Source: an optimization exercise on an open RTL-to-GDS flow (aim: small area, a short achievable clock period and few clock cycles per item). Production flows keep margins and buffers that such runs may drop. Function was checked by simulation only, so behaviour that the tests miss may differ from the original. No activity file was given, so power comes from the tool's default toggle rates.

`design.v`:
```
module frb64_encoder (
    input  wire        clk,
    input  wire        rst,           
    input  wire        in_valid,
    output reg         in_ready,
    input  wire [23:0] in_value,
    input  wire [7:0]  in_flags,
    input  wire [2:0]  cfg_ratio,     
    input  wire        cfg_raw,       
    output reg         out_valid,
    input  wire        out_ready,
    output reg  [31:0] out_data,
    output reg         out_last
);
    localparam integer F   = 8;       
    localparam [1:0] KIND_PACK = 2'd0, KIND_RAW = 2'd2, KIND_CONST = 2'd3;
    localparam [1:0] FM_UNIFORM = 2'd0, FM_SIDEBAR = 2'd1, FM_MERGED = 2'd2;
    function [15:0] crc16_value;
        input [15:0] crc_in;
        input [23:0] v;
        reg   [15:0] c;
        integer      b, j;
        begin
            c = crc_in;
            for (b = 0; b < 3; b = b + 1) begin
                c = c ^ {v[8*b +: 8], 8'h00};
                for (j = 0; j < 8; j = j + 1)
                    c = c[15] ? ((c << 1) ^ 16'h1021) : (c << 1);
            end
            crc16_value = c;
        end
    endfunction
    function [22:0] mag;
        input [23:0] r;
        begin
            mag = r[23] ? ~r[22:0] : r[22:0];
        end
    endfunction
    function [4:0] bitlen23;
        input [22:0] v;
        integer      j;
        begin
            bitlen23 = 5'd0;
            for (j = 0; j < 23; j = j + 1)
                if (v[j]) bitlen23 = j + 1;
        end
    endfunction
    function [5:0] words_of_ratio;
        input [2:0] ratio;
        begin
            case (ratio)
                3'd0:    words_of_ratio = 6'd51;
                3'd1:    words_of_ratio = 6'd27;
                3'd2:    words_of_ratio = 6'd19;
                3'd3:    words_of_ratio = 6'd15;
                3'd4:    words_of_ratio = 6'd11;
                default: words_of_ratio = 6'd9;
            endcase
        end
    endfunction
    function [4:0] wmax_of;
        input [2:0] ratio;
        input       sidebar;
        begin
            case (ratio)
                3'd0:    wmax_of = sidebar ? 5'd16 : 5'd24;
                3'd1:    wmax_of = sidebar ? 5'd4  : 5'd12;
                3'd2:    wmax_of = 5'd8;
                3'd3:    wmax_of = 5'd6;
                3'd4:    wmax_of = 5'd4;
                default: wmax_of = 5'd3;
            endcase
        end
    endfunction
    reg [24*64-1:0] xring;
    reg [8*64-1:0]  fring;
    wire [23:0] x63 = xring[24*63 +: 24];
    wire [7:0]  f63 = fring[8*63 +: 8];
    wire [23:0] x0  = xring[0 +: 24];
    wire [23:0] x1  = xring[24 +: 24];
    wire [23:0] x2  = xring[48 +: 24];
    wire [7:0]  f0s = fring[0 +: 8];
    wire in_fire = in_valid && in_ready;
    always @(posedge clk) begin
        xring <= {xring[24*63-1:0], in_fire ? in_value : x63};
        fring <= {fring[8*63-1:0],  in_fire ? in_flags : f63};
    end
    reg  [5:0] ph;           
    reg        wact;         
    reg  [5:0] wi;           
    reg  [5:0] wbase;
    reg        ract;         
    reg        rpass1;       
    reg  [5:0] ri;
    reg  [5:0] rbase;
    reg        go;           
    reg        rdec;         
    reg        busy;         
    reg        st_trig;      
    reg        dec_trig;     
    reg        dec_pend;     
    reg        hdr_pend;     
    reg  [2:0] wr_ratio;
    reg        wr_raw;
    reg  [1:0] d_kind;
    reg  [4:0] d_W;
    reg  [1:0] d_P, d_fm;
    reg  [7:0] d_hflags;
    reg [15:0] d_crc;
    reg  [5:0] d_B, d_nf;
    reg        d_sb;
    reg        pv;           
    reg  [5:0] pidx;         
    reg        psec;         
    reg        all_const, all_uniform;
    reg  [7:0] f0_r;
    reg  [4:0] flag_or;
    reg  [2:0] flag_min_hi;
    reg  [1:0] flag_min_lo;
    reg        flag_live;
    reg [15:0] crc;
    wire [22:0] bm0, bm10, bm20, bm21;
    wire [25:0] tl1, tl2;
    wire [71:0] tc1, tc2;
    wire [23:0] x2m = psec ? x1 : x2;
    frb64_trk u_trk (
        .clk(clk), .clr(pv && pidx == 6'd0), .upd(pv && pidx != 6'd0),
        .xi(x0), .xm1(x1), .xm2(x2m),
        .bm0(bm0), .bm10(bm10), .bm20(bm20), .bm21(bm21),
        .tl1(tl1), .tl2(tl2), .tc1(tc1), .tc2(tc2)
    );
    always @(posedge clk) begin
        if (pv) begin
            if (pidx == 6'd0) begin
                all_const   <= 1'b1;
                all_uniform <= 1'b1;
                f0_r        <= f0s;
                flag_or     <= f0s[4:0];
                flag_min_hi <= f0s[7:5];
                flag_min_lo <= f0s[1:0];
                flag_live   <= !f0s[4];
                crc         <= crc16_value(16'hFFFF, x0);
            end else begin
                if (x0 != x1)   all_const   <= 1'b0;
                if (f0s != f0_r) all_uniform <= 1'b0;
                flag_or <= flag_or | f0s[4:0];
                if (f0s[7:5] < flag_min_hi) flag_min_hi <= f0s[7:5];
                if (!f0s[4]) begin
                    if (!flag_live || f0s[1:0] < flag_min_lo)
                        flag_min_lo <= f0s[1:0];
                    flag_live <= 1'b1;
                end
                crc  <= crc16_value(crc, x0);
            end
        end
    end
    reg  [2:0] rd_ratio;
    reg        rd_raw;
    wire       c_sidebar = !all_uniform && (rd_ratio <= 3'd1);
    wire [1:0] c_fm      = all_uniform ? FM_UNIFORM : (c_sidebar ? FM_SIDEBAR : FM_MERGED);
    wire [7:0] c_merged  = rd_raw ? {3'b000, flag_or[4:2], flag_live ? flag_min_lo : 2'b00}
                                  : {flag_min_hi, flag_or};
    wire [4:0] k_r, w_r;
    wire [1:0] p_r;
    frb64_dec u_dec (
        .clk(clk), .go1(dec_trig), .wmax(wmax_of(rd_ratio, d_sb)),
        .bm0(bm0), .bm10(bm10), .bm20(bm20), .bm21(bm21),
        .tl1(tl1), .tl2(tl2), .tc1(tc1), .tc2(tc2),
        .k_r(k_r), .w_r(w_r), .p_r(p_r)
    );
    reg        d_const;
    reg        dec1b, dec2a, dec2, dec3;
    wire [4:0] d_Kw = d_const ? 5'd0 : k_r;
    reg         va, vd, ve, vf, vb, vc, vr;
    reg  [23:0] xa, xd, xe, xf, xb, qc;
    reg  [7:0]  fa, fd, fe, ff, fb, fc;
    reg         fa_first, fd_first, fe_first, ff_first, fb_first, fc_first;
    reg         fa_last,  fd_last,  fe_last,  ff_last,  fb_last,  fc_last;
    reg         fa_p1,    fd_p1,    fe_p1,    ff_p1,    fb_p1,    fc_p1;
    reg  [4:0]  Ka, Wa;
    reg  [1:0]  Pa;
    reg         Sa;
    reg  [23:0] pred, qprev;
    reg  [23:0] rr_bits;
    reg  [4:0]  rr_w;
    reg         rr_last;
    reg  [55:0] acc;
    reg  [5:0]  acnt;
    reg         flush_pend;
    reg  [23:0] seed_r;
    reg         seed_v;
    reg  [31:0] fifo [0:F-1];
    reg  [3:0]  fcount;
    reg  [2:0]  fwp, frp;
    wire [55:0] comb_acc  = acc | ({32'd0, rr_bits} << acnt);
    wire [5:0]  comb_cnt  = acnt + (vr ? {1'b0, rr_w} : 6'd0);
    wire        push_full = vr && (comb_cnt >= 6'd32);
    wire        push_need = flush_pend ? (acnt != 6'd0) : (push_full || (vr && rr_last && comb_cnt != 6'd0));
    wire [31:0] push_word = flush_pend ? acc[31:0] : comb_acc[31:0];
    wire        ffull     = (fcount == F);
    wire        stall     = push_need && ffull;
    wire        push      = push_need && !ffull;
    wire [4:0]  k_use = fb_first ? d_Kw : Ka;
    wire [23:0] q_new = $signed(xb) >>> k_use;
    wire [1:0]  p_use   = fc_first ? d_P : Pa;
    wire [4:0]  w_use   = fc_first ? d_W : Wa;
    wire        is_flag = fc_p1 && (fc_first ? d_sb : Sa);
    wire [23:0] r_new   = qc - pred;
    wire [23:0] w_mask  = ~(24'hFFFFFF << w_use);
    reg         s_act;
    reg  [5:0]  widx, s_B, s_nf;
    wire        out_free = !out_valid || out_ready;
    wire        seq_fifo = s_act && (widx >= 6'd3) && (widx - 6'd3 < s_nf);
    wire        pop      = out_free && seq_fifo && (fcount != 0);
    reg  [5:0] n_ph, n_wi, n_wbase, n_ri, n_rbase;
    reg        n_wact, n_ract, n_rpass1, n_rdec, n_busy;
    reg  [2:0] n_rd_ratio;
    reg  [3:0] n_fcount;
    reg        n_hdr_pend;
    always @* begin
        n_ph        = ph + 6'd1;
        n_wact      = wact;
        n_wi        = wi;
        n_wbase     = wbase;
        n_ract      = ract;
        n_rpass1    = rpass1;
        n_ri        = ri;
        n_rbase     = rbase;
        n_rd_ratio  = rd_ratio;
        n_rdec      = rdec || st_trig;
        n_busy      = (busy && !dec3) || st_trig;
        n_hdr_pend  = hdr_pend || st_trig;
        if (s_act && widx == 6'd2 && out_free && seed_v)
            n_hdr_pend  = 1'b0;
        if (go) begin
            n_ri = ri + 6'd1;
            if (ri == 6'd63) begin
                if (rpass1 && d_sb)
                    n_rpass1 = 1'b0;
                else
                    n_ract = 1'b0;
            end
        end
        if (in_fire) begin
            if (!wact) begin
                n_wact  = 1'b1;
                n_wbase = ph;
                n_wi    = 6'd1;
            end else begin
                n_wi = wi + 6'd1;
                if (wi == 6'd63) begin
                    n_wact     = 1'b0;
                    n_wi       = 6'd0;
                    n_ract     = 1'b1;
                    n_rpass1   = 1'b1;
                    n_ri       = 6'd0;
                    n_rbase    = wbase;
                    n_rd_ratio = wr_ratio;
                    n_rdec     = 1'b0;
                end
            end
        end
        n_fcount = fcount + (push ? 4'd1 : 4'd0) - (pop ? 4'd1 : 4'd0);
    end
    wire       room  = (fcount + (push ? 4'd1 : 4'd0)) < F;
    wire       sb_ok = st_trig ? !c_sidebar : !d_sb;
    wire [1:0] h_go, h_inr;
    genvar gh;
    generate
        for (gh = 0; gh < 2; gh = gh + 1) begin : g_hyp
            reg  [5:0] wi_h, wbase_h, ri_h, rbase_h;
            reg        wact_h, ract_h, rpass1_h, rdec_h, go_h, inr_h;
            reg  [2:0] ratio_h;
            reg  [5:0] rel;
            reg        freeing, slot_free;
            always @* begin
                wact_h   = wact;
                wi_h     = wi;
                wbase_h  = wbase;
                ract_h   = ract;
                rpass1_h = rpass1;
                ri_h     = ri;
                rbase_h  = rbase;
                ratio_h  = rd_ratio;
                rdec_h   = rdec || st_trig;
                if (go) begin
                    ri_h = ri + 6'd1;
                    if (ri == 6'd63) begin
                        if (rpass1 && d_sb)
                            rpass1_h = 1'b0;
                        else
                            ract_h = 1'b0;
                    end
                end
                if (gh == 1) begin
                    if (!wact) begin
                        wact_h  = 1'b1;
                        wbase_h = ph;
                        wi_h    = 6'd1;
                    end else begin
                        wi_h = wi + 6'd1;
                        if (wi == 6'd63) begin
                            wact_h   = 1'b0;
                            wi_h     = 6'd0;
                            ract_h   = 1'b1;
                            rpass1_h = 1'b1;
                            ri_h     = 6'd0;
                            rbase_h  = wbase;
                            ratio_h  = wr_ratio;
                            rdec_h   = 1'b0;
                        end
                    end
                end
                go_h = ract_h && (n_ph == rbase_h + ri_h) && room;
                rel       = n_ph - rbase_h;
                freeing   = !rpass1_h || (ratio_h >= 3'd2) || (rdec_h && sb_ok);
                slot_free = !ract_h || (freeing &&
                                        ((rel < ri_h) || (rel == ri_h && go_h)));
                if (!wact_h)
                    inr_h = slot_free;
                else
                    inr_h = slot_free && (n_ph == wbase_h + wi_h) &&
                            !(wi_h == 6'd63 && (n_hdr_pend || n_busy));
            end
            assign h_go[gh]  = go_h;
            assign h_inr[gh] = inr_h;
        end
    endgenerate
    wire n_go  = in_fire ? h_go[1]  : h_go[0];
    wire n_inr = in_fire ? h_inr[1] : h_inr[0];
    always @(posedge clk) begin
        if (rst) begin
            ph        <= 6'd0;
            wact      <= 1'b0;
            wi        <= 6'd0;
            wbase     <= 6'd0;
            ract      <= 1'b0;
            rpass1    <= 1'b0;
            ri        <= 6'd0;
            rbase     <= 6'd0;
            go        <= 1'b0;
            in_ready  <= 1'b0;
            rdec      <= 1'b0;
            busy      <= 1'b0;
            st_trig   <= 1'b0;
            dec_trig  <= 1'b0;
            dec1b     <= 1'b0;
            dec2a     <= 1'b0;
            dec2      <= 1'b0;
            dec3      <= 1'b0;
            dec_pend  <= 1'b0;
            hdr_pend  <= 1'b0;
            pv        <= 1'b0;
        end else begin
            ph        <= n_ph;
            wact      <= n_wact;
            wi        <= n_wi;
            wbase     <= n_wbase;
            ract      <= n_ract;
            rpass1    <= n_rpass1;
            ri        <= n_ri;
            rbase     <= n_rbase;
            go        <= n_go;
            in_ready  <= n_inr;
            rdec      <= n_rdec;
            busy      <= n_busy;
            hdr_pend  <= n_hdr_pend;
            pv        <= in_fire;
            st_trig   <= pv && (pidx == 6'd63);
            dec_trig  <= st_trig;
            dec1b     <= dec_trig;
            dec2a     <= dec1b;
            dec2      <= dec2a;
            dec3      <= dec2;
            if (dec3)
                dec_pend <= 1'b1;
            else if (!s_act && out_free && dec_pend)
                dec_pend <= 1'b0;
        end
        rd_ratio <= n_rd_ratio;
        if (in_fire) begin
            pidx <= wact ? wi : 6'd0;
            psec <= wact && (wi == 6'd1);
            if (!wact) begin
                wr_ratio <= cfg_ratio;
                wr_raw   <= cfg_raw;
            end
            if (wact && wi == 6'd63)
                rd_raw <= wr_raw;
        end
        if (st_trig) begin
            d_const <= all_const && all_uniform;
            d_sb    <= c_sidebar;
            d_B     <= words_of_ratio(rd_ratio);
            d_crc   <= crc;
            d_fm    <= c_fm;
            d_hflags <= (c_fm == FM_UNIFORM) ? f0_r :
                        (c_fm == FM_MERGED)  ? c_merged : 8'd0;
        end
        if (dec2) begin
            d_W <= d_const ? 5'd0 : w_r;
            d_P <= d_const ? 2'd0 : p_r;
        end
        if (dec3) begin
            d_kind <= d_const ? KIND_CONST :
                      (d_Kw == 5'd0 && d_W == 5'd24) ? KIND_RAW : KIND_PACK;
            d_nf   <= {d_W, 1'b0} + (d_sb ? 6'd16 : 6'd0);    
        end
    end
    always @(posedge clk) begin
        if (rst) begin
            va <= 1'b0; vd <= 1'b0; ve <= 1'b0; vf <= 1'b0; vb <= 1'b0; vc <= 1'b0; vr <= 1'b0;
            acnt <= 6'd0;
            acc  <= 56'd0;
            flush_pend <= 1'b0;
            seed_v <= 1'b0;
            fcount <= 4'd0;
            fwp <= 3'd0;
            frp <= 3'd0;
        end else begin
            if (!stall) begin
                va       <= go;
                xa       <= x63;
                fa       <= f63;
                fa_first <= (ri == 6'd0);
                fa_last  <= (ri == 6'd63);
                fa_p1    <= rpass1;
                vd <= va; xd <= xa; fd <= fa;
                fd_first <= fa_first; fd_last <= fa_last; fd_p1 <= fa_p1;
                ve <= vd; xe <= xd; fe <= fd;
                fe_first <= fd_first; fe_last <= fd_last; fe_p1 <= fd_p1;
                vf <= ve; xf <= xe; ff <= fe;
                ff_first <= fe_first; ff_last <= fe_last; ff_p1 <= fe_p1;
                vb <= vf; xb <= xf; fb <= ff;
                fb_first <= ff_first; fb_last <= ff_last; fb_p1 <= ff_p1;
                vc <= vb; qc <= q_new; fc <= fb;
                fc_first <= fb_first; fc_last <= fb_last; fc_p1 <= fb_p1;
                if (vb && fb_first) Ka <= d_Kw;
                vr      <= 1'b0;
                rr_last <= 1'b0;
                if (vc) begin
                    if (fc_first) begin
                        Pa <= d_P;
                        Wa <= d_W;
                        Sa <= d_sb;
                    end
                    if (fc_first && fc_p1) begin
                        seed_r <= qc;
                        seed_v <= 1'b1;
                    end
                    if (is_flag) begin
                        vr      <= 1'b1;
                        rr_bits <= {16'd0, fc};
                        rr_w    <= 5'd8;
                        rr_last <= fc_last;
                    end else if (fc_first) begin
                        pred  <= (p_use == 2'd0) ? 24'd0 : qc;
                        qprev <= qc;
                    end else begin
                        vr      <= (w_use != 5'd0);
                        rr_bits <= r_new & w_mask;
                        rr_w    <= w_use;
                        rr_last <= fc_last;
                        pred    <= (p_use == 2'd0) ? 24'd0 :
                                   (p_use == 2'd1) ? qc : ((qc << 1) - qprev);
                        qprev   <= qc;
                    end
                end
                if (flush_pend) begin
                    acc        <= vr ? {32'd0, rr_bits} : 56'd0;
                    acnt       <= vr ? {1'b0, rr_w} : 6'd0;
                    flush_pend <= 1'b0;
                end else if (vr) begin
                    if (comb_cnt >= 6'd32) begin
                        acc        <= comb_acc >> 32;
                        acnt       <= comb_cnt - 6'd32;
                        flush_pend <= rr_last && (comb_cnt != 6'd32);
                    end else if (rr_last) begin
                        acc  <= 56'd0;
                        acnt <= 6'd0;
                    end else begin
                        acc  <= comb_acc;
                        acnt <= comb_cnt;
                    end
                end
            end
            if (push) begin
                fifo[fwp] <= push_word;
                fwp <= fwp + 3'd1;
            end
            if (pop)
                frp <= frp + 3'd1;
            fcount <= n_fcount;
            if (s_act && widx == 6'd2 && out_free && seed_v)
                seed_v <= 1'b0;
        end
    end
    wire [31:0] header0 = {4'd0, d_hflags, d_fm, 4'd0, d_P, d_W, d_Kw, d_kind};
    always @(posedge clk) begin
        if (rst) begin
            out_valid <= 1'b0;
            out_last  <= 1'b0;
            out_data  <= 32'd0;
            s_act     <= 1'b0;
            widx      <= 6'd0;
        end else if (out_free) begin
            out_valid <= 1'b0;
            if (!s_act) begin
                if (dec_pend) begin
                    out_valid <= 1'b1;
                    out_data  <= header0;
                    out_last  <= 1'b0;
                    s_act     <= 1'b1;
                    widx      <= 6'd1;
                    s_B       <= d_B;
                    s_nf      <= d_nf;
                end
            end else if (widx == 6'd1) begin
                out_valid <= 1'b1;
                out_data  <= {16'd0, d_crc};
                widx      <= 6'd2;
            end else if (widx == 6'd2) begin
                if (seed_v) begin
                    out_valid <= 1'b1;
                    out_data  <= {8'd0, seed_r};
                    widx      <= 6'd3;
                end
            end else if (!seq_fifo || fcount != 0) begin
                out_valid <= 1'b1;
                out_data  <= seq_fifo ? fifo[frp] : 32'd0;
                out_last  <= (widx == s_B - 6'd1);
                widx      <= widx + 6'd1;
                if (widx == s_B - 6'd1)
                    s_act <= 1'b0;
            end
        end
    end
endmodule
module frb64_trk (
    input  wire         clk,
    input  wire         clr,         
    input  wire         upd,         
    input  wire [23:0]  xi,
    input  wire [23:0]  xm1,
    input  wire [23:0]  xm2,         
    output reg  [22:0]  bm0,         
    output reg  [22:0]  bm10,        
    output reg  [22:0]  bm20,        
    output reg  [22:0]  bm21,        
    output reg  [25:0]  tl1,         
    output reg  [25:0]  tl2,
    output wire [71:0]  tc1,         
    output wire [71:0]  tc2
);
    function [2:0] cs1_tab;      
        input [3:0] a;    
        begin
            case (a)
            4'd0: cs1_tab = 3'b000;
            4'd1: cs1_tab = 3'b001;
            4'd2: cs1_tab = 3'b001;
            4'd3: cs1_tab = 3'b011;
            4'd4: cs1_tab = 3'b011;
            4'd5: cs1_tab = 3'b011;
            4'd6: cs1_tab = 3'b011;
            4'd7: cs1_tab = 3'b111;
            4'd8: cs1_tab = 3'b000;
            4'd9: cs1_tab = 3'b000;
            4'd10: cs1_tab = 3'b001;
            4'd11: cs1_tab = 3'b000;
            4'd12: cs1_tab = 3'b011;
            4'd13: cs1_tab = 3'b001;
            4'd14: cs1_tab = 3'b011;
            4'd15: cs1_tab = 3'b011;
            endcase
        end
    endfunction
    function [2:0] cs2_tab;      
        input [5:0] a;    
        begin
            case (a)
            6'd0: cs2_tab = 3'b000;
            6'd1: cs2_tab = 3'b000;
            6'd2: cs2_tab = 3'b001;
            6'd3: cs2_tab = 3'b000;
            6'd4: cs2_tab = 3'b001;
            6'd5: cs2_tab = 3'b000;
            6'd6: cs2_tab = 3'b011;
            6'd7: cs2_tab = 3'b001;
            6'd8: cs2_tab = 3'b001;
            6'd9: cs2_tab = 3'b000;
            6'd10: cs2_tab = 3'b011;
            6'd11: cs2_tab = 3'b001;
            6'd12: cs2_tab = 3'b011;
            6'd13: cs2_tab = 3'b001;
            6'd14: cs2_tab = 3'b011;
            6'd15: cs2_tab = 3'b011;
            6'd16: cs2_tab = 3'b011;
            6'd17: cs2_tab = 3'b001;
            6'd18: cs2_tab = 3'b011;
            6'd19: cs2_tab = 3'b011;
            6'd20: cs2_tab = 3'b011;
            6'd21: cs2_tab = 3'b011;
            6'd22: cs2_tab = 3'b111;
            6'd23: cs2_tab = 3'b011;
            6'd24: cs2_tab = 3'b011;
            6'd25: cs2_tab = 3'b011;
            6'd26: cs2_tab = 3'b111;
            6'd27: cs2_tab = 3'b011;
            6'd28: cs2_tab = 3'b111;
            6'd29: cs2_tab = 3'b011;
            6'd30: cs2_tab = 3'b111;
            6'd31: cs2_tab = 3'b111;
            6'd32: cs2_tab = 3'b000;
            6'd33: cs2_tab = 3'b001;
            6'd34: cs2_tab = 3'b000;
            6'd35: cs2_tab = 3'b000;
            6'd36: cs2_tab = 3'b000;
            6'd37: cs2_tab = 3'b000;
            6'd38: cs2_tab = 3'b001;
            6'd39: cs2_tab = 3'b000;
            6'd40: cs2_tab = 3'b001;
            6'd41: cs2_tab = 3'b011;
            6'd42: cs2_tab = 3'b000;
            6'd43: cs2_tab = 3'b001;
            6'd44: cs2_tab = 3'b000;
            6'd45: cs2_tab = 3'b001;
            6'd46: cs2_tab = 3'b000;
            6'd47: cs2_tab = 3'b000;
            6'd48: cs2_tab = 3'b011;
            6'd49: cs2_tab = 3'b011;
            6'd50: cs2_tab = 3'b001;
            6'd51: cs2_tab = 3'b011;
            6'd52: cs2_tab = 3'b001;
            6'd53: cs2_tab = 3'b011;
            6'd54: cs2_tab = 3'b000;
            6'd55: cs2_tab = 3'b001;
            6'd56: cs2_tab = 3'b011;
            6'd57: cs2_tab = 3'b111;
            6'd58: cs2_tab = 3'b011;
            6'd59: cs2_tab = 3'b011;
            6'd60: cs2_tab = 3'b011;
            6'd61: cs2_tab = 3'b011;
            6'd62: cs2_tab = 3'b001;
            6'd63: cs2_tab = 3'b011;
            endcase
        end
    endfunction
    function [22:0] mag24;
        input [23:0] r;
        begin
            mag24 = r[23] ? ~r[22:0] : r[22:0];
        end
    endfunction
    function [25:0] sufor;
        input [25:0] v;
        reg   [25:0] s;
        begin
            s = v;
            s = s | (s >> 1);
            s = s | (s >> 2);
            s = s | (s >> 4);
            s = s | (s >> 8);
            s = s | (s >> 16);
            sufor = s;
        end
    endfunction
    wire [25:0] xi_e  = {{2{xi[23]}},  xi};
    wire [25:0] xm1_e = {{2{xm1[23]}}, xm1};
    wire [25:0] xm2_e = {{2{xm2[23]}}, xm2};
    wire [25:0] d1  = xi_e - xm1_e;
    wire [25:0] bw1 = d1 ^ xi_e ^ xm1_e;             
    wire [25:0] o3  = ~{xm1_e[24:0], 1'b0};
    wire [25:0] cs  = xi_e ^ xm2_e ^ o3;
    wire [25:0] cv  = {(xi_e[24:0] & xm2_e[24:0]) | (xi_e[24:0] & o3[24:0]) |
                       (xm2_e[24:0] & o3[24:0]), 1'b0};
    wire [25:0] d2  = cs + cv + 26'd1;
    wire [25:0] cc  = d2 ^ cs ^ cv;                  
    reg         q_clr, q_upd;
    reg  [25:0] q_d1, q_d2;
    reg  [23:0] e1;           
    reg  [47:0] e2;           
    integer     kq;
    always @(posedge clk) begin
        q_clr <= clr;
        q_upd <= upd;
        q_d1  <= d1;
        q_d2  <= d2;
        e1    <= bw1[23:0];
        for (kq = 0; kq < 24; kq = kq + 1)
            e2[2*kq +: 2] <= (kq < 1) ? 2'd0 :
                {(!xm1_e[kq-1] & !cv[kq] & !cc[kq]) | (xm1_e[kq-1] & !(cv[kq] & cc[kq])),
                 xm1_e[kq-1] ^ cv[kq] ^ cc[kq]};
    end
    wire        s1 = q_d1[25];
    wire        s2 = q_d2[25];
    wire [25:0] m1 = s1 ? ~q_d1 : q_d1;
    wire [25:0] m2 = s2 ? ~q_d2 : q_d2;
    wire [1:0]  e21 = e2[3:2];
    wire [23:0] r21 = q_d2[24:1] + {{22{e21 == 2'd0}}, e21 - 2'd1};
    wire [25:0] so1  = sufor(m1);
    wire [25:0] so2  = sufor(m2);
    wire [25:0] so1u = {1'b0, so1[25:1]};
    wire [25:0] so2u = {1'b0, so2[25:1]};
    wire [25:0] nao1 = sufor({1'b0, m1[25:1] & ~m1[24:0]});
    wire [25:0] nao2 = sufor({1'b0, m2[25:1] & ~m2[24:0]});
    wire [25:0] dd1  = sufor(m1 & so1u);
    wire [25:0] dd2  = sufor(m2 & so2u);
    wire [25:0] tl1o = fresh ? 26'd0 : tl1;
    wire [25:0] tl2o = fresh ? 26'd0 : tl2;
    wire [25:0] tl1n = tl1o | so1;
    wire [25:0] tl2n = tl2o | so2;
    wire [2:0]  g1  = {|(tl1n & ~{so1[23:0], 2'b11}), |(tl1n & ~{so1[24:0], 1'b1}), |(tl1n & ~so1)};
    wire [2:0]  g2  = {|(tl2n & ~{so2[23:0], 2'b11}), |(tl2n & ~{so2[24:0], 1'b1}), |(tl2n & ~so2)};
    wire [2:0]  dl1 = {|(tl1n & ~{tl1o[23:0], 2'b11}), |(tl1n & ~{tl1o[24:0], 1'b1}), |(tl1n & ~tl1o)};
    wire [2:0]  dl2 = {|(tl2n & ~{tl2o[23:0], 2'b11}), |(tl2n & ~{tl2o[24:0], 1'b1}), |(tl2n & ~tl2o)};
    wire [28:0] tl1x = {3'b000, tl1n};
    wire [28:0] tl2x = {3'b000, tl2n};
    reg         fresh0, fresh;
    always @(posedge clk) begin
        if (clr)
            fresh0 <= 1'b1;
        else if (upd) begin
            fresh0 <= 1'b0;
            bm0    <= (fresh0 ? 23'd0 : bm0) | mag24(xi);
        end
        if (q_clr)
            fresh <= 1'b1;
        else if (q_upd) begin
            fresh <= 1'b0;
            bm10  <= (fresh ? 23'd0 : bm10) | mag24(q_d1[23:0]);
            bm20  <= (fresh ? 23'd0 : bm20) | mag24(q_d2[23:0]);
            bm21  <= (fresh ? 23'd0 : bm21) | mag24(r21);
            tl1   <= tl1n;
            tl2   <= tl2n;
        end
    end
    function [2:0] merge;
        input [2:0] c, d, n;      
        reg d0, d1, d2;
        begin
            d0 = !d[0];
            d1 = d[0] && !d[1];
            d2 = d[1] && !d[2];
            merge[0] = n[0] | (d0 & c[0]) | (d1 & c[1]) | (d2 & c[2]);
            merge[1] = n[1] | (d0 & c[1]) | (d1 & c[2]);
            merge[2] = n[2] | (d0 & c[2]);
        end
    endfunction
    function [2:0] cn_main;
        input [2:0] g;
        input       dp, dm;       
        begin
            if (dp)      cn_main = {!g[0], !g[1], !g[2]};
            else if (dm) cn_main = {1'b0, 1'b0, !g[0]};
            else         cn_main = {1'b0, !g[0], !g[1]};
        end
    endfunction
    function [2:0] cn_small;
        input [2:0] t;
        input [2:0] r;
        reg r0, r1, r2;
        begin
            r0 = !r[0];
            r1 = r[0] && !r[1];
            r2 = r[1] && !r[2];
            cn_small[0] = (r0 & t[0]) | (r1 & t[1]) | (r2 & t[2]);
            cn_small[1] = (r0 & t[1]) | (r1 & t[2]);
            cn_small[2] = (r0 & t[2]);
        end
    endfunction
    genvar k;
    generate
        for (k = 0; k < 24; k = k + 1) begin : gp1
            if (k == 0) begin : lo
                assign tc1[2:0] = 3'b000;
            end else begin : hi
                wire       e   = e1[k];
                wire       ao  = !nao1[k];
                wire       pw  = so1[k] && !dd1[k];
                wire       sml = !so1[k+2];
                wire [2:0] rr  = {tl1x[k+4], tl1x[k+3], tl1x[k+2]};
                wire [2:0] dk  = tl1o[k+1] ? dl1 : rr;
                wire       dp  = e && !s1 && ao;
                wire       dm  = e &&  s1 && pw;
                wire [2:0] csm = cs1_tab({s1, m1[k+1], m1[k], e});
                wire [2:0] cn  = sml ? cn_small(csm, rr) : cn_main(g1, dp, dm);
                reg  [2:0] c;
                always @(posedge clk) begin
                    if (q_upd)
                        c <= merge(fresh ? 3'b000 : c, dk, cn);
                end
                assign tc1[3*k +: 3] = c;
            end
        end
        for (k = 0; k < 24; k = k + 1) begin : gp2
            if (k < 2) begin : lo
                assign tc2[3*k +: 3] = 3'b000;
            end else begin : hi
                wire [1:0] ec  = e2[2*k +: 2];
                wire       em1 = (ec == 2'd0);
                wire       ep1 = (ec == 2'd2);
                wire       ep2 = (ec == 2'd3);
                wire       ao  = !nao2[k];
                wire       pw  = so2[k] && !dd2[k];
                wire       ao1 = !nao2[k+1];
                wire       pw1 = so2[k+1] && !dd2[k+1];
                wire       sml = !so2[k+2];
                wire [2:0] rr  = {tl2x[k+4], tl2x[k+3], tl2x[k+2]};
                wire [2:0] dk  = tl2o[k+1] ? dl2 : rr;
                wire       dp  = (!s2 && ((ep1 && ao) || (ep2 && ao1))) || (s2 && em1 && ao);
                wire       dm  = (!s2 && em1 && pw) || (s2 && ((ep1 && pw) || (ep2 && pw1)));
                wire       tb  = ep1 || ep2;
                wire       tx  = ep2;
                wire       tcy = em1;
                wire [2:0] csm = cs2_tab({s2, m2[k+1], m2[k], tb, tx, tcy});
                wire [2:0] cn  = sml ? cn_small(csm, rr) : cn_main(g2, dp, dm);
                reg  [2:0] c;
                always @(posedge clk) begin
                    if (q_upd)
                        c <= merge(fresh ? 3'b000 : c, dk, cn);
                end
                assign tc2[3*k +: 3] = c;
            end
        end
    endgenerate
endmodule
module frb64_dec (
    input  wire        clk,
    input  wire        go1,          
    input  wire [4:0]  wmax,         
    input  wire [22:0] bm0, bm10, bm20, bm21,
    input  wire [25:0] tl1, tl2,
    input  wire [71:0] tc1, tc2,
    output reg  [4:0]  k_r,          
    output reg  [4:0]  w_r,          
    output reg  [1:0]  p_r
);
    function [25:0] sufor;
        input [25:0] v;
        reg   [25:0] s;
        begin
            s = v;
            s = s | (s >> 1);
            s = s | (s >> 2);
            s = s | (s >> 4);
            s = s | (s >> 8);
            s = s | (s >> 16);
            sufor = s;
        end
    endfunction
    function [4:0] tcount;
        input [25:0] t;
        integer j;
        begin
            tcount = 5'd0;
            for (j = 0; j < 26; j = j + 1)
                if (t[j] && (j == 25 || !t[j+1])) tcount = tcount | (j + 1);
        end
    endfunction
    function [25:0] shw;
        input [25:0] v;
        input [4:0]  w;
        input        m2;         
        begin
            case (w)
                5'd3:    shw = m2 ? v >> 1  : v >> 2;
                5'd4:    shw = m2 ? v >> 2  : v >> 3;
                5'd6:    shw = m2 ? v >> 4  : v >> 5;
                5'd8:    shw = m2 ? v >> 6  : v >> 7;
                5'd12:   shw = m2 ? v >> 10 : v >> 11;
                5'd16:   shw = m2 ? v >> 14 : v >> 15;
                default: shw = m2 ? v >> 22 : v >> 23;
            endcase
        end
    endfunction
    wire [25:0] t0   = sufor({3'b000, bm0});
    wire [25:0] t10  = sufor({3'b000, bm10});
    wire [25:0] t20  = sufor({3'b000, bm20});
    wire [25:0] t21  = sufor({3'b000, bm21});
    wire [25:0] z0   = shw(t0,  wmax, 1'b0);
    wire [25:0] z10  = shw(t10, wmax, 1'b0);
    wire [25:0] z20  = shw(t20, wmax, 1'b0);
    wire [25:0] z21  = shw(t21, wmax, 1'b0);
    wire [28:0] zz1  = {3'b000, shw(tl1, wmax, 1'b1)};
    wire [28:0] zz2  = {3'b000, shw(tl2, wmax, 1'b1)};
    wire        w3   = (wmax == 5'd3);
    reg  [23:0] fits;
    integer k;
    reg  [2:0]  c;
    reg         f1, f2;
    always @* begin
        for (k = 0; k < 24; k = k + 1) begin
            c  = tc1[3*k +: 3];
            f1 = !c[0] ? !zz1[k+3] : !c[1] ? !zz1[k+2] : !c[2] ? !zz1[k+1] : (!zz1[k] && !w3);
            if (k == 0) f1 = !z10[0];
            c  = tc2[3*k +: 3];
            f2 = !c[0] ? !zz2[k+3] : !c[1] ? !zz2[k+2] : !c[2] ? !zz2[k+1] : (!zz2[k] && !w3);
            if (k == 0) f2 = !z20[0];
            if (k == 1) f2 = !z21[0];
            fits[k] = !z0[k] || f1 || f2;
        end
    end
    reg  [23:0] fits_r;
    reg         go1b;
    always @(posedge clk) begin
        go1b <= go1;
        if (go1)
            fits_r <= fits;
    end
    wire [25:0] prior = sufor({2'b00, fits_r[0], fits_r[1], fits_r[2], fits_r[3], fits_r[4], fits_r[5],
                                fits_r[6], fits_r[7], fits_r[8], fits_r[9], fits_r[10], fits_r[11],
                                fits_r[12], fits_r[13], fits_r[14], fits_r[15], fits_r[16], fits_r[17],
                                fits_r[18], fits_r[19], fits_r[20], fits_r[21], fits_r[22], fits_r[23]});
    reg  [23:0] first;
    reg  [4:0]  kf;
    reg  [2:0]  c1k, c2k;
    always @* begin
        kf  = 5'd0;
        c1k = 3'd0;
        c2k = 3'd0;
        for (k = 0; k < 24; k = k + 1) begin
            first[k] = fits_r[k] && (k == 0 || !prior[24-k]);
            if (first[k]) begin
                kf  = kf | k;
                c1k = c1k | tc1[3*k +: 3];
                c2k = c2k | tc2[3*k +: 3];
            end
        end
    end
    reg  [4:0] s_l0, s_l1, s_l2, s_b10, s_b20, s_b21;
    reg  [1:0] s_c1, s_c2;
    always @(posedge clk) begin
        if (go1b) begin
            k_r   <= kf;
            s_c1  <= {c1k[1] & !c1k[2], c1k[0] & !c1k[1]} | {2{c1k[2]}};
            s_c2  <= {c2k[1] & !c2k[2], c2k[0] & !c2k[1]} | {2{c2k[2]}};
        end
        if (go1) begin
            s_l0  <= tcount(t0);
            s_l1  <= tcount(tl1);
            s_l2  <= tcount(tl2);
            s_b10 <= tcount(t10);
            s_b20 <= tcount(t20);
            s_b21 <= tcount(t21);
        end
    end
    reg  [4:0] t_d0, t_d1, t_d2, t_b10, t_b20, t_b21, t_k;
    reg  [1:0] t_c1, t_c2;
    always @(posedge clk) begin
        t_d0  <= (s_l0 > k_r) ? s_l0 - k_r : 5'd0;
        t_d1  <= (s_l1 > k_r + 5'd2) ? s_l1 - k_r : 5'd2;
        t_d2  <= (s_l2 > k_r + 5'd2) ? s_l2 - k_r : 5'd2;
        t_b10 <= s_b10;
        t_b20 <= s_b20;
        t_b21 <= s_b21;
        t_k   <= k_r;
        t_c1  <= s_c1;
        t_c2  <= s_c2;
    end
    wire [4:0] ww0 = t_d0 + 5'd1;
    wire [4:0] ww1 = (t_k == 5'd0) ? t_b10 + 5'd1 : t_d1 + {3'b000, t_c1} - 5'd1;
    wire [4:0] ww2 = (t_k == 5'd0) ? t_b20 + 5'd1 :
                     (t_k == 5'd1) ? t_b21 + 5'd1 : t_d2 + {3'b000, t_c2} - 5'd1;
    reg  [4:0] wb;
    reg  [1:0] pb;
    always @* begin
        wb = ww0;
        pb = 2'd0;
        if (ww1 < wb) begin wb = ww1; pb = 2'd1; end
        if (ww2 < wb) begin wb = ww2; pb = 2'd2; end
        w_r = wb;
        p_r = pb;
    end
endmodule
```
`run.sh`:
```
#!/bin/bash
# synth_recipe.tcl (not shown) runs the flow's synth.tcl, then flattens the netlist and writes it again
# the make line also repeats each setting of config.mk as NAME=value (left out here)
make -C /OpenROAD-flow-scripts/flow DESIGN_CONFIG=/design/flow/config.mk WORK_HOME=/design/flow/orfs CLKGATE_MAP_FILE= SYNTH_SCRIPT=/design/flow/synth_recipe.tcl finish
```
`constraint.sdc`:
```
create_clock -name core_clock -period 14.0 [get_ports {clk}]
set_input_delay 2.8000 -clock core_clock [delete_from_list [all_inputs] [get_ports {clk}]]
set_output_delay 2.8000 -clock core_clock [all_outputs]
set_load 0.01 [all_outputs]
```
`config.mk`:
```
export PLATFORM = sky130hd
export DESIGN_NAME = frb64_encoder
export DESIGN_NICKNAME = frb64_encoder
export VERILOG_FILES = /design/flow/design.v
export SDC_FILE = /design/flow/constraint.sdc
export NUM_CORES = 4
export LEC_CHECK = 0
export CAP_MARGIN = 25
export CORE_MARGIN = 2
export CORE_UTILIZATION = 55
export CTS_CLUSTER_DIAMETER = 100
export CTS_CLUSTER_SIZE = 20
export PLACE_DENSITY = 0.65
export SLEW_MARGIN = 20
```
==> results of run 1 <==
## power by group through the flow
stage / Sequential (mW) / Clock (mW) / Combinational, mW
after CTS: 11.8 / 6.23 / 8.30
after detailed placement: 12.0 / 0 / 8.24
after global routing: 11.9 / 6.55 / 9.20
final: 11.8 / 6.14 / 8.60
after global placement: 12.0 / 0 / 8.10
after floorplan: 11.5 / 0 / 5.91
## cells by family after synthesis
kind of cell               Yosys count  share of synthesized area, %
adders and majority gates          393                         3.980
AOI/OAI and AO/OA                 2816                         14.14
DFF                               3393                         59.80
xor gates and xnor gates           552                         3.712
muxes                              383                         3.748
buffers and inverters             1157                         3.416
and+or+nand+nor                   3091                         11.20
## area by class of cell
type	instances	area, um2
antenna	18	45.04
sequential	3393	78120
multi-input combinational	7235	48270
inverter	545	2048
fill	18787	94380
clock buffer	263	5266
tap	3150	3941
timing repair buffer	332	2771
clock inverter	39	780.7
## flip-flops by register name, summed over array words and instances, names as in the netlist, 32 cells and up, named ones only
name and cells:
xring 1536, fring 512, fifo 256, u_trk.gp1.hi.c 63, u_trk.gp2.hi.c 60, acc 56, u_trk.e2 42, out_data 32
## metrics by stage
stage / cells / util [%] / hold WS (ns) / instance area, um2 / power (mW)
after floorplan: 11785 / - / 0.3096 / 130600 / 17.44
after global placement: 14639 / 57.27 / 0.3095 / 134900 / 20.10
after detailed placement: 14646 / 57.31 / 0.3121 / 135000 / 20.25
after CTS: 14948 / 59.88 / 0.2183 / 141100 / 26.34
after global routing: 14965 / 59.93 / 0.2335 / 141200 / 27.62
final: 14975 / 59.95 / 0.2327 / 141200 / 26.57
## layer usage
| metal | up-vias | wire length (um) | global-route usage [%] |
|---|---|---|---|
| met5 | - | 320 | 0 |
| met4 | 18 | 28740 | 19.68 |
| met3 | 1090 | 40790 | 7.802 |
| met2 | 5038 | 196200 | 55.31 |
| met1 | 46320 | 172000 | 45.82 |
| li1 | 42178 | - | - |
## cell usage after synthesis, types with 61 or more instances
master | n | area [um2]
o221ai_1 | 62 | 543.0
nand3_1 | 265 | 1326
nand4_1 | 88 | 550.5
o22ai_1 | 135 | 844.6
o211ai_1 | 100 | 750.7
nor2_1 | 802 | 3010
mux4_2 | 77 | 1734
inv_1 | 520 | 1952
a21o_1 | 117 | 878.3
nor3_1 | 236 | 1181
a211oi_1 | 98 | 735.7
a22oi_1 | 103 | 773.2
mux2i_1 | 237 | 2372
o21ai_0 | 658 | 3293
mux2_2 | 68 | 765.7
xnor2_1 | 416 | 3643
xor2_1 | 135 | 1182
dfxtp_1 | 2377 | 47590
clkbuf_1 | 463 | 1738
buf_1 | 90 | 337.8
a221oi_1 | 84 | 735.7
edfxtp_1 | 1016 | 30510
and2_1 | 70 | 437.9
nand2b_1 | 79 | 494.2
a31oi_1 | 109 | 681.9
or3_1 | 61 | 381.6
nor2b_1 | 133 | 832.1
and3_1 | 71 | 444.2
a21oi_1 | 698 | 3493
nand2_1 | 1024 | 3844
ha_1 | 337 | 4217
## critical path: cells and delay by family, from the launching register on
kind	cells	cell delay [ns]
simple gates	5	2.46
flops	1	0.68
buf+inv	4	1.86
mux	1	0.13
compound gates	4	1.09
## layout by cell type (no fill, tap or decap), types with 31 or more instances in the layout
cell	synthesis	layout
nand2_1	1024	1023
nand3_1	265	265
nor2b_1	133	131
dfxtp_1	2377	2365
nand2b_1	79	79
nor3_1	236	232
a222oi_1	58	58
or3_1	61	61
a21oi_1	698	696
inv_1	520	518
xor2_1	135	135
mux4_2	77	77
clkbuf_1	463	61
a211oi_1	98	98
nor2_1	802	794
and2_1	70	70
o311ai_0	52	52
nor4_1	55	51
ha_1	337	337
a221oi_1	84	84
clkbuf_16	0	201
edfxtp_1	1016	1016
a22oi_1	103	103
xnor2_1	416	415
nand4_1	88	88
buf_4	5	246
mux2i_1	237	231
clkdlybuf4s50_1	0	73
o31ai_1	58	57
o211ai_1	100	100
o22ai_1	135	135
a31oi_1	109	109
o221ai_1	62	62
and3_1	71	70
fa_1	42	42
a21o_1	117	117
mux2_2	68	68
o21ai_0	658	658
o21a_1	46	46
a211o_1	31	31
## worst max path at each step
stage	startpoint	end	slack [ns]	cells past startpoint
2_1_floorplan	rst	pred[0]$_DFFE_PP_	2.61	3
3_3_place_gp	u_trk.q_d2[25]$_DFF_P_	u_trk.gp2[4].hi.c[0]$_DFFE_PP_	7.80	13
3_5_place_dp	u_trk.q_d2[25]$_DFF_P_	u_trk.gp2[13].hi.c[0]$_DFFE_PP_	7.74	14
4_1_cts	u_trk.q_d2[25]$_DFF_P_	u_trk.gp2[18].hi.c[0]$_DFFE_PP_	7.70	14
5_1_grt	u_trk.q_d1[24]$_DFF_P_	u_trk.gp1[6].hi.c[0]$_DFFE_PP_	7.28	14
6_report	u_trk.q_d2[25]$_DFF_P_	u_trk.gp2[18].hi.c[0]$_DFFE_PP_	7.48	14
==> results.cfg, run 1 <==
[sta]
tns_ns = 0
rsz0062_at_grt = no
min_period_over_period_pct = 46.60
max_freq_mhz = 153.3
skew_ns = 0.1150
worst_pin_slew_ns = 1.146
max-slew-margin-rel_pct = 23.50
hold_viol = 0
setup_ws_ns = 7.475
setup_viol = 0
drv_slew = 0
finalCriticalPeriod_ns = 6.525

[flow_run]
cap_violations = 0

[logic_synthesis]
synthArstFlopShare_pct = 0
ys_ff_latch = 3393
synth_edf_count = 1016
ys.flop_type = dfxtp_1
yosysWarningCount = 9
seq_area_frac_synth_pct = 59.80
syn_area_mm2 = 0.1306
synth_area_per_cell_um2 = 11.08
synth_cell_type_count = 115
syn_inst = 11785

[min_path]
min_path_type = reg2reg
whs_endpoint = fring[84]$_DFF_P_
hp-start = fring[76]$_DFF_P_
whs_path_depth = 0

[clocking]
clk_path_buf_depth = 3
clockRootBuffer = clkbuf_16
clock-sinks = 3393
cts_setup_buffers = 0
worstSkewPairLatency_ns = 0.95
cts_buffers = 200
cts-resized-gates = 0
htree_num_levels = 4
clk_pin_slew_ns = 0.08
cts_hold_buf = 0
cts_tree = done

[pwr]
switchingPower_mw = 9.702
max-vdd-ir-drop_uv = 297.0
swShare_pct = 36.52
power.leakage_nw = 53.53
p_comb_share_pct = 32.4
pwr_density_cell_mw_per_mm2 = 188.1
power_frac_seq_pct = 44.5
p_int_mw = 16.86
pwr-share-clk_pct = 23.1

[global_routing]
grt_pass1_vias = 90975
grt_pass1_wl_um = 631900
groute.usage.overall_pct = 35.44
grt_max_degree = 175
grt_overflow = 0
antenna_found_initial = 41

[floorplanning]
rows = 178
die_area_mm2 = 0.2414
core_region_area_mm2 = 0.2356
ios = 75
start_util_pct = 55.42
die_h_um = 491.3
die_x_um = 491.3

[critical_path]
r2r_end = u_trk.gp2[18].hi.c[0]$_DFFE_PP_
worstSetupPathType = reg2reg
cp_data_arrival_time_ns = 7.21
reg2reg_setup_slack_ns = 7.48
cp.required_ns = 14.68
start_kind = flip-flop
worst_r2r_path_depth = 14
path_max_fanout = 76
crit_path_frequent_cell = buf_4
slowest_stage = or4_1
cpPeakStageDelay_ns = 0.85
rr_startpoint = u_trk.q_d2[25]$_DFF_P_
cp-end-kind = flip-flop
crit_chain = buf_4 -> buf_4 -> nand3_1 -> o22a_2 -> or4_1 -> nor3_4 -> inv_2 -> a221o_1 -> nor4_2 -> and2_1 -> buf_4 -> mux2i_1 -> o311a_1 -> o211ai_1

[routing]
drtIter0Drc = 11809
firstDrtPassIters = 13
drt_wl_total_um = 438100
vias = 94644
drc = 0
drtAntennaViolNets = 0
post_drt_wl_per_cell_um = 29.26
viasPerCell = 6.320

[placement]
dp_hpwl_um = 311900
portBuffers = 74
routabilityCongestion = 1.048
post-place-ws_ns = 7.743

[finish]
final_nets = 12126
area_growth_pct = 8.157
drive_gt1_share_pct = 6.860

[status]
status = complete, no violations
Testbench counts, summed over its fixed seeds: cycles 26,872, blocks 384.
==> inputs of run 2 (changes only) <==
--- a/design.v
+++ b/design.v
@@ -111,7 +111,6 @@
     reg        d_sb;
     reg        pv;           
     reg  [5:0] pidx;         
-    reg        psec;         
     reg        all_const, all_uniform;
     reg  [7:0] f0_r;
     reg  [4:0] flag_or;
@@ -122,7 +121,9 @@
     wire [22:0] bm0, bm10, bm20, bm21;
     wire [25:0] tl1, tl2;
     wire [71:0] tc1, tc2;
-    wire [23:0] x2m = psec ? x1 : x2;
+    reg  [23:0] x2m;
+    always @(posedge clk)
+        x2m <= (wact && wi == 6'd1) ? x0 : x1;
     frb64_trk u_trk (
         .clk(clk), .clr(pv && pidx == 6'd0), .upd(pv && pidx != 6'd0),
         .xi(x0), .xm1(x1), .xm2(x2m),
@@ -380,7 +381,6 @@
         rd_ratio <= n_rd_ratio;
         if (in_fire) begin
             pidx <= wact ? wi : 6'd0;
-            psec <= wact && (wi == 6'd1);
             if (!wact) begin
                 wr_ratio <= cfg_ratio;
                 wr_raw   <= cfg_raw;
@@ -665,16 +665,40 @@
             sufor = s;
         end
     endfunction
+    function [25:0] kadd;
+        input [25:0] a, b;
+        input        cin;
+        reg   [25:0] g, p, gg, pp, gn, pn;
+        integer      i, d;
+        begin
+            g  = a & b;
+            p  = a ^ b;
+            gg = g;
+            pp = p;
+            gg[0] = g[0] | (p[0] & cin);
+            for (d = 1; d < 26; d = d * 2) begin
+                gn = gg;
+                pn = pp;
+                for (i = d; i < 26; i = i + 1) begin
+                    gn[i] = gg[i] | (pp[i] & gg[i-d]);
+                    pn[i] = pp[i] & pp[i-d];
+                end
+                gg = gn;
+                pp = pn;
+            end
+            kadd = p ^ {gg[24:0], cin};
+        end
+    endfunction
     wire [25:0] xi_e  = {{2{xi[23]}},  xi};
     wire [25:0] xm1_e = {{2{xm1[23]}}, xm1};
     wire [25:0] xm2_e = {{2{xm2[23]}}, xm2};
-    wire [25:0] d1  = xi_e - xm1_e;
+    wire [25:0] d1  = kadd(xi_e, ~xm1_e, 1'b1);
     wire [25:0] bw1 = d1 ^ xi_e ^ xm1_e;             
     wire [25:0] o3  = ~{xm1_e[24:0], 1'b0};
     wire [25:0] cs  = xi_e ^ xm2_e ^ o3;
     wire [25:0] cv  = {(xi_e[24:0] & xm2_e[24:0]) | (xi_e[24:0] & o3[24:0]) |
                        (xm2_e[24:0] & o3[24:0]), 1'b0};
-    wire [25:0] d2  = cs + cv + 26'd1;
+    wire [25:0] d2  = kadd(cs, cv, 1'b1);
     wire [25:0] cc  = d2 ^ cs ^ cv;                  
     reg         q_clr, q_upd;
     reg  [25:0] q_d1, q_d2;
@@ -945,23 +969,16 @@
             s_b21 <= tcount(t21);
         end
     end
-    reg  [4:0] t_d0, t_d1, t_d2, t_b10, t_b20, t_b21, t_k;
-    reg  [1:0] t_c1, t_c2;
+    wire [4:0] dd0 = (s_l0 > k_r) ? s_l0 - k_r : 5'd0;
+    wire [4:0] dd1 = (s_l1 > k_r + 5'd2) ? s_l1 - k_r : 5'd2;
+    wire [4:0] dd2 = (s_l2 > k_r + 5'd2) ? s_l2 - k_r : 5'd2;
+    reg  [4:0] ww0, ww1, ww2;
     always @(posedge clk) begin
-        t_d0  <= (s_l0 > k_r) ? s_l0 - k_r : 5'd0;
-        t_d1  <= (s_l1 > k_r + 5'd2) ? s_l1 - k_r : 5'd2;
-        t_d2  <= (s_l2 > k_r + 5'd2) ? s_l2 - k_r : 5'd2;
-        t_b10 <= s_b10;
-        t_b20 <= s_b20;
-        t_b21 <= s_b21;
-        t_k   <= k_r;
-        t_c1  <= s_c1;
-        t_c2  <= s_c2;
-    end
-    wire [4:0] ww0 = t_d0 + 5'd1;
-    wire [4:0] ww1 = (t_k == 5'd0) ? t_b10 + 5'd1 : t_d1 + {3'b000, t_c1} - 5'd1;
-    wire [4:0] ww2 = (t_k == 5'd0) ? t_b20 + 5'd1 :
-                     (t_k == 5'd1) ? t_b21 + 5'd1 : t_d2 + {3'b000, t_c2} - 5'd1;
+        ww0 <= dd0 + 5'd1;
+        ww1 <= (k_r == 5'd0) ? s_b10 + 5'd1 : dd1 + {3'b000, s_c1} - 5'd1;
+        ww2 <= (k_r == 5'd0) ? s_b20 + 5'd1 :
+               (k_r == 5'd1) ? s_b21 + 5'd1 : dd2 + {3'b000, s_c2} - 5'd1;
+    end
     reg  [4:0] wb;
     reg  [1:0] pb;
     always @* begin
==> run 2 against run 1 <==
Against the previous run: non-clock buffer count grew 1; combinational power shrank 7.0%; cell count shrank 0.32%; area after synthesis shrank 0.52%; utilization shrank 0.076 points; worst setup slack lost 0.12 ns; total power shrank 2.8%; wire length shrank 2.3%; cell area shrank 0.41%; clock-buffer cell count shrank 6; via count shrank 1.3%; critical endpoint is now u_trk.gp2[11].hi.c[0]$_DFFE_PP_; largest cell class unchanged; largest power group unchanged.
==> results.cfg, run 2 <==
[clocking]
worstSkewPairLatency_ns = 0.96
clock-sinks = 3393
cts_hold_buf = 0
clockRootBuffer = clkbuf_16
cts_buffers = 198
clk_pin_slew_ns = 0.09
clk_path_buf_depth = 3
htree_num_levels = 4
cts-resized-gates = 0
cts_setup_buffers = 0
cts_tree = done

[floorplanning]
die_area_mm2 = 0.2401
rows = 178
die_x_um = 490.0
core_region_area_mm2 = 0.2350
ios = 75
start_util_pct = 55.29
die_h_um = 490.0

[logic_synthesis]
seq_area_frac_synth_pct = 60.10
syn_area_mm2 = 0.1299
ys_ff_latch = 3393
syn_inst = 11741
synth_cell_type_count = 107
synth_most_common_cell = dfxtp_1
synth_edf_count = 1015
netlist_top_cells_area = dfxtp_1, edfxtp_1, ha_1
synth_area_per_cell_um2 = 11.07
synth_common_cells = dfxtp_1, edfxtp_1, nand2_1
synth_top_area_share_pct = 36.64
synthArstFlopShare_pct = 0
ys.flop_type = dfxtp_1
yosysWarningCount = 9
synth.largest_area_cell = dfxtp_1

[placement]
routabilityCongestion = 1.091
post_dp_cell_area_mm2 = 0.1345
portBuffers = 74
dp_hpwl_um = 309500

[sta]
setup_viol = 0
hold_viol = 0
tns_ns = 0
max_freq_mhz = 150.5
rsz0062_at_grt = no
finalCriticalPeriod_ns = 6.643
max-slew-margin-rel_pct = 15.52
worst_pin_slew_ns = 1.258
drv_slew = 0
min_period_over_period_pct = 47.45
skew_ns = 0.1328

[critical_path]
crit_chain = or4_1 -> o22ai_1 -> nand4_1 -> a211oi_2 -> nand2_1 -> a2111oi_2 -> and2_1 -> nor2b_2 -> a21oi_1 -> or3_1 -> nand4_1
cp_data_arrival_time_ns = 7.39
cpPeakStageDelay_ns = 0.84
reg2reg_setup_slack_ns = 7.36
rr_startpoint = u_trk.q_d2[25]$_DFF_P_
critical_path.startpoint = u_trk.q_d2[25]$_DFF_P_
path_max_fanout = 88
worstSetupPathType = reg2reg
worst_r2r_path_depth = 11
r2r_end = u_trk.gp2[11].hi.c[0]$_DFFE_PP_
cp.required_ns = 14.75
slowest_stage = a211oi_2
cp-end-kind = flip-flop
start_kind = flip-flop
cp-endpoint = u_trk.gp2[11].hi.c[0]$_DFFE_PP_
crit_path_frequent_cell = nand4_1

[routing]
post_drt_wl_per_cell_um = 28.68
drtAntennaViolNets = 0
drc = 0
viasPerCell = 6.256
vias = 93390
drt_wl_total_um = 428100
firstDrtPassIters = 26
drtIter0Drc = 12670

[min_path]
min_path_type = reg2reg
whs_path_depth = 0

[finish]
final_common_cell = dfxtp_1
area_growth_pct = 8.278
reg_top3 = xring (1536), fring (512), fifo (256)
num-fill-cells = 18631
final_area_mm2 = 0.1407
drive_gt1_share_pct = 6.863
regMostFlops = xring
final_cell_mix = dfxtp_1, edfxtp_1, nand2_1
final_nets = 12081
largest_reg_flops = 1536

[global_routing]
top_usage_layer = met2
grt.met1_usage_pct = 46.29
met3_usage_pct = 11.79
grt_pass1_wl_um = 614400
grt_overflow = 0
grt_pass1_vias = 87822
grt_max_degree = 181
antenna_found_initial = 29
groute.usage.overall_pct = 34.64
met2_usage_pct = 49.29

[pwr]
power.leakage_nw = 53.04
max-vdd-ir-drop_uv = 184.8
pwr_density_cell_mw_per_mm2 = 183.6

[flow_run]
cap_violations = 0

[status]
status = complete, no violations
[run 2: changes by cell type after synthesis, sizes merged, moves of 15 or more]
cell    previous run  this run
o21bai            30        51
o221ai            63        80
inv              530       557
a31o              27         9
o22ai            136       106
o311ai            55        27
nand3            266       250
o21ai            681       732
a22oi            103       128
mux2i            238       219
nand2           1026       978
and2              73        56
nand4             89        74
a21oi            698       718
[run 2: area by class of cell]
cell class / count / area [um2] / share of cell area [%]
Antenna cell: 18 / 45.04 / 0.03202
Clock buffer: 257 / 5207 / 3.702
Clock inverter: 40 / 793.3 / 0.5639
Inverter: 577 / 2168 / 1.541
Multi-Input combinational cell: 7159 / 47620 / 33.85
Sequential cell: 3393 / 78110 / 55.53
Tap cell: 3150 / 3941 / 2.802
Timing Repair Buffer: 333 / 2788 / 1.982
[run 2: worst max-delay path: cells and delay by family (launching register included)]
family | cells | cell delay [ns]
compound gates | 4 | 2.23
flops | 1 | 0.60
simple gates | 7 | 3.62
[run 2: worst min-delay path by stage]
stage / startpoint / end / slack (ns)
floorplan: fring[92]$_DFF_P_ / fring[100]$_DFF_P_ / 0.31
global placement: xring[1364]$_DFF_P_ / xring[1388]$_DFF_P_ / 0.31
detailed placement: fring[94]$_DFF_P_ / fring[102]$_DFF_P_ / 0.31
CTS: xring[1300]$_DFF_P_ / xring[1324]$_DFF_P_ / 0.20
global route: xring[126]$_DFF_P_ / xring[150]$_DFF_P_ / 0.21
finish: xring[126]$_DFF_P_ / xring[150]$_DFF_P_ / 0.21
[run 2: power breakdown]
group          switching (mW)  internal [mW]  total (mW)
sequential              0.803           11.0        11.8
combinational            5.11           2.89        8.00
clock                    3.30           2.74        6.04
[run 2: layer usage]
layer / wire, um / vias up
li1: - / 41848
met1: 172800 / 45265
met2: 177200 / 5224
met3: 50320 / 1023
met4: 27360 / 30
met5: 334 / -
[run 2: kinds of logic (layout without fill, tap and decap cells)]
kind of cell    after synthesis  count (layout)  synth area share, %
other cells                   0              18                    0
flops                      3393            3393                60.10
fa+ha+maj                   394             394                4.008
buf+inv                    1189            1207                3.481
compound gates             2866            2866                14.33
mux                         379             379                3.768
simple gates               2973            2973                10.61
xor+xnor                    547             547                3.699
[run 2: through the flow]
step | hold WS, ns | instances | power (mW) | worst slack, ns | utilization (%)
6_report | 0.2121 | 14927 | 25.83 | 7.357 | 59.87
5_1_grt | 0.2143 | 14912 | 26.85 | 7.130 | 59.85
4_1_cts | 0.1967 | 14901 | 25.57 | 7.657 | 59.80
3_5_place_dp | 0.3121 | 14604 | 19.56 | 7.691 | 57.25
3_3_place_gp | 0.3095 | 14596 | 19.46 | 7.489 | 57.19
2_1_floorplan | 0.3096 | 11741 | 16.98 | 2.375 | -
Testbench counts of run 2, summed over its fixed seeds: cycles 26,872, blocks 384.
==> inputs of run 3 (changes only) <==
--- a/design.v
+++ b/design.v
@@ -199,7 +199,7 @@
     wire        push_need = flush_pend ? (acnt != 6'd0) : (push_full || (vr && rr_last && comb_cnt != 6'd0));
     wire [31:0] push_word = flush_pend ? acc[31:0] : comb_acc[31:0];
     wire        ffull     = (fcount == F);
-    wire        stall     = push_need && ffull;
+    wire        stall     = ffull && (vr || flush_pend);
     wire        push      = push_need && !ffull;
     wire [4:0]  k_use = fb_first ? d_Kw : Ka;
     wire [23:0] q_new = $signed(xb) >>> k_use;
@@ -701,25 +701,30 @@
     wire [25:0] d2  = kadd(cs, cv, 1'b1);
     wire [25:0] cc  = d2 ^ cs ^ cv;                  
     reg         q_clr, q_upd;
-    reg  [25:0] q_d1, q_d2;
+    reg         q_s1, q_s2;
+    reg  [25:0] q_m1, q_m2;
     reg  [23:0] e1;           
     reg  [47:0] e2;           
     integer     kq;
     always @(posedge clk) begin
         q_clr <= clr;
         q_upd <= upd;
-        q_d1  <= d1;
-        q_d2  <= d2;
+        q_s1  <= d1[25];
+        q_s2  <= d2[25];
+        q_m1  <= d1[25] ? ~d1 : d1;
+        q_m2  <= d2[25] ? ~d2 : d2;
         e1    <= bw1[23:0];
         for (kq = 0; kq < 24; kq = kq + 1)
             e2[2*kq +: 2] <= (kq < 1) ? 2'd0 :
                 {(!xm1_e[kq-1] & !cv[kq] & !cc[kq]) | (xm1_e[kq-1] & !(cv[kq] & cc[kq])),
                  xm1_e[kq-1] ^ cv[kq] ^ cc[kq]};
     end
-    wire        s1 = q_d1[25];
-    wire        s2 = q_d2[25];
-    wire [25:0] m1 = s1 ? ~q_d1 : q_d1;
-    wire [25:0] m2 = s2 ? ~q_d2 : q_d2;
+    wire        s1 = q_s1;
+    wire        s2 = q_s2;
+    wire [25:0] m1 = q_m1;
+    wire [25:0] m2 = q_m2;
+    wire [25:0] q_d1 = s1 ? ~m1 : m1;
+    wire [25:0] q_d2 = s2 ? ~m2 : m2;
     wire [1:0]  e21 = e2[3:2];
     wire [23:0] r21 = q_d2[24:1] + {{22{e21 == 2'd0}}, e21 - 2'd1};
     wire [25:0] so1  = sufor(m1);
==> run 3 against run 2 <==
Against the previous run: die area up 0.24%; via count down 2.1%; critical path type unchanged; wire length down 5.3%; synthesized cell count down 1.4%; critical endpoint is now u_trk.gp2[4].hi.c[0]$_DFFE_PP_; clock skew down 0.025 ns; cell area up 0.12%; clock power about the same; sequential share of layout area up 0.86 points; area after synthesis up 0.24%.
==> results.cfg, run 3 <==
[clocking]
clk_pin_slew_ns = 0.09
clk_path_buf_depth = 3
clockRootBuffer = clkbuf_16
cts_buffers = 201
worstSkewPairLatency_ns = 0.95
cts_tree = done
htree_num_levels = 4
cts_setup_buffers = 0
cts_hold_buf = 0
clock-sinks = 3458
cts-resized-gates = 0

[min_path]
min_path_type = reg2reg
whs_path_depth = 0
whs_endpoint = xring[897]$_DFF_P_
hp-start = xring[873]$_DFF_P_

[sta]
tns_ns = 0
rsz0062_at_grt = no
drv_slew = 0
setup_viol = 0
worst_pin_slew_ns = 1.227
max-slew-margin-rel_pct = 17.62
max_freq_mhz = 159.2
finalCriticalPeriod_ns = 6.282
min_period_over_period_pct = 44.87
setup_ws_ns = 7.718
skew_ns = 0.1083
hold_viol = 0

[floorplanning]
start_util_pct = 55.32
die_area_mm2 = 0.2407
rows = 178
die_h_um = 490.6
ios = 75
core_region_area_mm2 = 0.2354
die_x_um = 490.6

[critical_path]
cp-end-kind = flip-flop
worstSetupPathType = reg2reg
start_kind = flip-flop
path_max_fanout = 56
rr_startpoint = u_trk.fresh$_SDFFE_PP1P_
crit_path_frequent_cell = buf_4
r2r_end = u_trk.gp2[4].hi.c[0]$_DFFE_PP_
worst_r2r_path_depth = 14
cp.required_ns = 14.75
cp_data_arrival_time_ns = 7.03
slowest_stage = nor2_1
crit_chain = buf_4 -> buf_4 -> nand2b_1 -> nand2b_1 -> nor3_2 -> clkinv_1 -> a222oi_1 -> o2111ai_1 -> or3_1 -> nor2_1 -> buf_4 -> nand2_1 -> a311o_1 -> nand4_1
cpPeakStageDelay_ns = 0.77
reg2reg_setup_slack_ns = 7.72

[finish]
area_growth_pct = 8.151
final_nets = 11966
regMostFlops = xring
final_area_mm2 = 0.1408
largest_reg_flops = 1536
num-fill-cells = 18911
drive_gt1_share_pct = 6.522
final_common_cell = dfxtp_1
fin_util_pct = 59.83
reg_top3 = xring (1536), fring (512), fifo (256)
final_cell_mix = dfxtp_1, edfxtp_1, nand2_1

[logic_synthesis]
synth_top_area_share_pct = 37.55
synth_cell_type_count = 105
ys.flop_type = dfxtp_1
syn_inst = 11573
seq_area_frac_synth_pct = 60.96
synth_edf_count = 1015
synthArstFlopShare_pct = 0
ys_ff_latch = 3458
yosysWarningCount = 9
synth.largest_area_cell = dfxtp_1
synth_area_per_cell_um2 = 11.25
syn_area_mm2 = 0.1302
netlist_top_cells_area = dfxtp_1, edfxtp_1, ha_1
synth_common_cells = dfxtp_1, edfxtp_1, nand2_1
synth_most_common_cell = dfxtp_1

[routing]
viasPerCell = 6.183
vias = 91428
post_drt_wl_per_cell_um = 27.41
drtIter0Drc = 11921
drtAntennaViolNets = 0
drt_wl_total_um = 405300
firstDrtPassIters = 10
drc = 0

[pwr]
pwr_density_cell_mw_per_mm2 = 200.9
power.leakage_nw = 53.07
max-vdd-ir-drop_uv = 308.9
finalPower_mw = 28.30

[placement]
portBuffers = 74
routabilityCongestion = 1.082
post-place-ws_ns = 8.062
dp_hpwl_um = 295400
post_dp_cell_area_mm2 = 0.1348

[global_routing]
grt_pass1_wl_um = 590200
grt_pass1_vias = 86404
grt_overflow = 0
grt_max_degree = 96
antenna_found_initial = 9
groute.usage.overall_pct = 32.83

[status]
status = complete, no violations

[flow_run]
cap_violations = 0
-- run 3: cell types whose count changed after synthesis, sizes merged, moves of 24 or more --
cell | previous run | this run
o21ai | 732 | 632
a311oi | 37 | 13
nand3 | 250 | 285
buf | 141 | 109
o221ai | 80 | 54
clkbuf | 471 | 445
inv | 557 | 585
dfxtp | 2378 | 2443
a21oi | 718 | 685
nor2 | 819 | 739
a211oi | 112 | 77
xor2 | 133 | 157
-- run 3: cell families after synthesis --
| group | after synthesis | synth area share [%] |
|---|---|---|
| AOI/OAI and AO/OA | 2673 | 13.32 |
| xor gates and xnor gates | 566 | 3.903 |
| adders and majority gates | 407 | 4.137 |
| buffers and inverters | 1155 | 3.373 |
| DFF | 3458 | 60.96 |
| muxes | 360 | 3.623 |
| other | 1 | 0.002880 |
| and+or+nand+nor | 2953 | 10.69 |
-- run 3: worst max-delay path by stage --
stage	startpoint	to	cells past startpoint
2_1_floorplan	rst	pred[0]$_DFFE_PP_	4
3_3_place_gp	in_valid	in_ready$_SDFF_PP0_	10
3_5_place_dp	in_valid	in_ready$_SDFF_PP0_	10
4_1_cts	u_trk.fresh$_SDFFE_PP1P_	u_trk.gp2[4].hi.c[0]$_DFFE_PP_	14
5_1_grt	u_trk.fresh$_SDFFE_PP1P_	u_trk.gp2[4].hi.c[0]$_DFFE_PP_	14
6_report	u_trk.fresh$_SDFFE_PP1P_	u_trk.gp2[4].hi.c[0]$_DFFE_PP_	14
-- run 3: cell type report --
type                    count  area [um2]  share of cell area (%)
clock buffers             262        5289                   3.755
repair buffers            304        2497                   1.773
diodes                     14       35.03                 0.02487
flip-flops and latches   3458       79410                   56.39
well taps                3150        3941                   2.798
multi-input cells        6961       46720                   33.17
inverters                 601        2258                   1.604
clock inverters            37       686.9                  0.4877
-- run 3: through the flow --
step,hold WS (ns),instances
floorplan,0.3096,11574
global placement,0.3096,14461
detailed placement,0.3121,14470
CTS,0.2319,14769
global route,0.2380,14778
finish,0.2330,14787
-- run 3: power by group --
part           internal [mW]  switching [mW]  total, mW  leakage [nW]
Clock                   2.71            3.32       6.03          2.85
Combinational           3.62            6.12       9.74          21.0
Sequential              11.6           0.897       12.5          29.2
Total                   18.0            10.3       28.3          53.1
-- run 3: worst max-delay path: cells and delay by family (launching register included) --
family	cells	cell delay, ns
compound gates	3	1.16
buf+inv	4	1.95
flops	1	0.64
simple gates	7	2.33
-- run 3: layer usage --
metal,share of wire (%),global-route usage [%],vias up
li1,-,-,41244
met1,42,45.62,44215
met2,42,47.53,4963
met3,11,9.636,994
met4,5.2,14.46,12
met5,0.058,0.5159,-
Testbench counts of run 3, summed over its fixed seeds: cycles 26,872, blocks 384.

-- separate check: timing with driven ports --
The results above use ideal ports. As a check the final layouts listed here were re-extracted and re-timed, cells and wires unchanged. Step 1 assumes that a clkbuf_16 drives the clock port and a buf_2 every other input. Step 2 times the ports against the registers' clock, not the clock port: input delays grow and output delays shrink by t, the midpoint of the rising clock arrivals with the driver on. Slacks: no drivers / after step 1 / after step 2; pairs: no drivers / after step 1.
| run | t, ns | slack for setup (ns) | worst hold slack (ns) | clock arrival spread, ns |
|---|---|---|---|---|
| run 1 | 0.992 | 7.475 / 7.475 / 7.475 | 0.233 / 0.233 / 0.233 | 0.128 / 0.128 |
| run 2 | 0.990 | 7.357 / 7.357 / 7.357 | 0.212 / 0.212 / 0.212 | 0.133 / 0.133 |
| run 3 | 0.988 | 7.718 / 7.718 / 7.718 | 0.233 / 0.233 / 0.233 | 0.111 / 0.112 |
After both steps setup and hold are still met in every run listed.
